Source: an optimization exercise on an open RTL-to-GDS flow (aim: small area and a short achievable clock period). Production flows keep margins and buffers that such runs may drop. Function was checked by simulation only, so behaviour that the tests miss may differ from the original. Power and IR drop assume default switching activity.

## ae3240_ic
module ae3240_ic (
    input  wire        clk,
    input  wire        rst,           
    input  wire [63:0] src_line,      
    input  wire        tick_us,       
    input  wire [4:0]  core_wfi,      
    input  wire [4:0]  core_entry,    
    input  wire        bus_en,
    input  wire        bus_we,
    input  wire [15:0] bus_addr,      
    input  wire [31:0] bus_wdata,
    output reg  [31:0] bus_rdata,
    output reg  [4:0]  irq,
    output reg  [4:0]  stk_fault
);
    localparam NSRC  = 64;
    localparam NCORE = 5;
    genvar s, c, k, g, n;
    wire        wr = bus_en & bus_we;
    wire        rd = bus_en & ~bus_we;
    wire [3:0]  page = bus_addr[15:12];
    wire [9:0]  widx = bus_addr[11:2];
    wire        sel_src   = (page == 4'h0) && (widx[9:6] == 4'd0);
    wire        sel_pend  = (page == 4'h1) && (widx[9:1] == 9'd0);
    wire        sel_en    = (page == 4'h2) && (widx[9:1] == 9'd0);
    wire        sel_line  = (page == 4'h2) && (widx[9:1] == 9'd4);
    wire        hi_word   = widx[0];
    wire [5:0]  src_idx   = widx[5:0];
    wire [4:0]  sel_pg;                       
    generate for (c = 0; c < NCORE; c = c + 1) begin : g_pg
        assign sel_pg[c] = (page == 4 + c);
    end endgenerate
    wire        sel_core  = |sel_pg;
    wire        o_thresh  = (widx == 10'h000);
    wire        o_lvl     = (widx == 10'h001);
    wire        o_cpl     = (widx == 10'h002);
  ...
clock: 17.0 ns
lec_check: 0
cap_margin: 35
core_margin: 2
core_utilization: 40
cts_buf_list: sky130_fd_sc_hd__clkbuf_16
cts_cluster_diameter: 80
cts_cluster_size: 24
place_density: 0.6
setup_slack_margin: 5
slew_margin: 35
tns_end_percent: 5
standard.sh (not shown) runs the stock make flow with config.mk's settings and CLKGATE_MAP_FILE= SYNTH_SCRIPT=/design/flow/synth_recipe.tcl, a recipe that flattens the netlist after the stock synthesis.
==> flow/flow/run.sh <==
#!/bin/bash
set -euo pipefail
MARGIN=10
R=orfs/results/${FLOW_PLATFORM:-sky130hd}/ae3240_ic/base
YOSYS=$(command -v yosys || echo "$FLOW_HOME/../tools/install/yosys/bin/yosys")

bash standard.sh synth > synth.log 2>&1
cp "$R/1_2_yosys.v" std_synth.v

regs() { grep -oE '^\s*sky130_fd_sc_hd__(s?e?df|dl)[a-z0-9_]* +\S+' "$1" | sed -E 's/_[0-9]+ +/ /; s/^\s*//' | sort; }
if REMAP_IN=std_synth.v REMAP_OUT=remap_synth.v \
   REMAP_LIB="$FLOW_HOME/platforms/sky130hd/lib/sky130_fd_sc_hd__tt_025C_1v80.lib" \
   "$YOSYS" -c flow/remap.tcl > remap.log 2>&1 \
   && [ -s remap_synth.v ] && cmp -s <(regs std_synth.v) <(regs remap_synth.v); then
  echo "remap: registers match, using the remapped netlist" >> remap.log
  cp remap_synth.v "$R/1_2_yosys.v"
  rm -f "$R/1_synth.odb" "$R/1_synth.sdc"
else
  echo "remap: not used" >> remap.log
fi

bash standard.sh SETUP_SLACK_MARGIN=$MARGIN finish > layout.log 2>&1
Other scripts of this flow, unchanged in this note and not shown: flow/flow/remap.tcl
The starting point finished clean.
==> next run, changes <==
CORE_UTILIZATION = 30   (was 40)
CTS_BUF_LIST = default   (was sky130_fd_sc_hd__clkbuf_16)
CTS_CLUSTER_DIAMETER = default   (was 80)
CTS_CLUSTER_SIZE = default   (was 24)
PLACE_DENSITY = 0.45   (was 0.6)
TNS_END_PERCENT = 0   (was 5)
Outcome: Sequential cell count stays the same. Critical path depth decreases by 7. Final area increases by 6.2%.
==> next run, changes <==
--- a/flow/flow/run.sh
+++ b/flow/flow/run.sh
@@ -22 +22,12 @@
-bash standard.sh SETUP_SLACK_MARGIN=$MARGIN finish > layout.log 2>&1
+# The delay cells dlygate and dlymetal are kept out of the layout, so that
+# sizing never puts one on a path from a port. The rest of the don't-use list
+# is the platform's own.
+PLATFORM_DONT_USE=$(sed -n '/^export DONT_USE_CELLS/,/^#/p' "$FLOW_HOME/platforms/sky130hd/config.mk" \
+  | grep -o 'sky130_fd_sc_hd__[a-z0-9_]*' | tr '\n' ' ')
+DELAY_CELLS="sky130_fd_sc_hd__dlygate4sd1_1 sky130_fd_sc_hd__dlygate4sd2_1 sky130_fd_sc_hd__dlygate4sd3_1
+  sky130_fd_sc_hd__dlymetal6s2s_1 sky130_fd_sc_hd__dlymetal6s4s_1 sky130_fd_sc_hd__dlymetal6s6s_1"
+echo "don't use: $PLATFORM_DONT_USE $DELAY_CELLS" > dont_use.log
+
+bash standard.sh SETUP_SLACK_MARGIN=$MARGIN \
+  "DONT_USE_CELLS=$(echo $PLATFORM_DONT_USE $DELAY_CELLS)" \
+  finish > layout.log 2>&1
CORE_UTILIZATION = 40   (was 30)
CTS_BUF_LIST = sky130_fd_sc_hd__clkbuf_16   (was default)
CTS_CLUSTER_DIAMETER = 80   (was default)
CTS_CLUSTER_SIZE = 24   (was default)
PLACE_DENSITY = 0.6   (was 0.45)
Critical path depth stays the same.
Via count stays flat.
Fmax fell by 3.1%.
Cell count shrinks by 8.5%.
Routed wire length goes down by 9.2%.
Non-clock buffer count falls by 183.
Design area shrinks by 5.9%.


Setup of the previous run:
Another version of the RTL of ae3240_ic (not shown whole).
Size in the first run: roughly 14,000 cells after synthesis, about 120,000 um2 of cells after synthesis.
export LEC_CHECK = 0
export CAP_MARGIN = 35
export CORE_MARGIN = 2
export CORE_UTILIZATION = 45
export CTS_BUF_LIST = sky130_fd_sc_hd__clkbuf_16
export CTS_CLUSTER_DIAMETER = 80
export CTS_CLUSTER_SIZE = 24
export PLACE_DENSITY = 0.65
export SETUP_SLACK_MARGIN = 5
export SLEW_MARGIN = 35
export TNS_END_PERCENT = 0
create_clock -name core_clock -period 17.0 [get_ports {clk}]
==> flow/flow/run.sh <==
#!/bin/bash
set -euo pipefail
MARGIN=10
R=orfs/results/${FLOW_PLATFORM:-sky130hd}/ae3240_ic/base
YOSYS=$(command -v yosys || echo "$FLOW_HOME/../tools/install/yosys/bin/yosys")

bash standard.sh synth > synth.log 2>&1
cp "$R/1_2_yosys.v" std_synth.v

regs() { grep -oE '^\s*sky130_fd_sc_hd__(s?e?df|dl)[a-z0-9_]* +\S+' "$1" | sed -E 's/_[0-9]+ +/ /; s/^\s*//' | sort; }
if REMAP_IN=std_synth.v REMAP_OUT=remap_synth.v \
   REMAP_LIB="$FLOW_HOME/platforms/sky130hd/lib/sky130_fd_sc_hd__tt_025C_1v80.lib" \
   "$YOSYS" -c flow/remap.tcl > remap.log 2>&1 \
   && [ -s remap_synth.v ] && cmp -s <(regs std_synth.v) <(regs remap_synth.v); then
  echo "remap: registers match, using the remapped netlist" >> remap.log
  cp remap_synth.v "$R/1_2_yosys.v"
  rm -f "$R/1_synth.odb" "$R/1_synth.sdc"
else
  echo "remap: not used" >> remap.log
fi

bash standard.sh SETUP_SLACK_MARGIN=$MARGIN finish > layout.log 2>&1
Other scripts of this flow, unchanged in this note and not shown: flow/flow/remap.tcl
The previous run completed every stage of the flow, and the final layout passed the timing, design-rule and antenna checks.
Input changes introduced in the current run (baseline for comparison: the previous run):
Settings: CORE_UTILIZATION now 40, was 45; PLACE_DENSITY now 0.6, was 0.65.
[summary]
Compared with the previous run, cell area after layout in the current run increased by a few percent.
The higher final worst clock skew of the current run and the previous run is in the previous run.
The current run vs. the previous run: remaining max-slew budget at the tightest pin now sits lower, wire length went up, overall global routing resource usage shows a reduction of 3.5 points, part of the power in combinational logic now larger, sequential share of layout area moved down.
Summary of the current run over the previous run: final worst-path cycle share moved down, share of total power in the clock network moved up.

separate check: timing with driven ports:
The results above use ideal ports. As a check the final layouts listed here were re-extracted and re-timed, cells and wires unchanged. Step 1 assumes that a clkbuf_16 drives the clock port and a buf_2 every other input. Step 2 times the ports against the registers' clock, not the clock port: input delays grow and output delays shrink by t, the midpoint of the rising clock arrivals with the driver on. a / b / c = ideal / step 1 / step 2; a / b = the first two.
run	t, ns	setup WS [ns]	hold WS [ns]	latest minus earliest clock arrival (ns)	worst slew at a driven data input, ns
the first run of note 1	0.996	9.226 / 8.976 / 7.979	0.462 / 0.462 / 0.462	0.115 / 0.115	0.47
the second run of note 1	1.069	9.483 / 9.294 / 8.225	0.454 / 0.454 / 0.454	0.071 / 0.071	0.55
the third run of note 1	0.983	9.243 / 9.093 / 8.110	0.479 / 0.479 / 0.479	0.114 / 0.114	0.51
the previous run	1.022	8.711 / 8.788 / 7.766	0.472 / 0.472 / 0.472	0.110 / 0.111	0.26
the current run	1.078	9.203 / 8.915 / 7.837	0.453 / 0.453 / 0.453	0.103 / 0.102	0.63
After both steps every run listed still meets setup and hold. The setup slack of the current run, which loses most, moves by -0.288 ns with the drivers and by -1.366 ns with both steps.
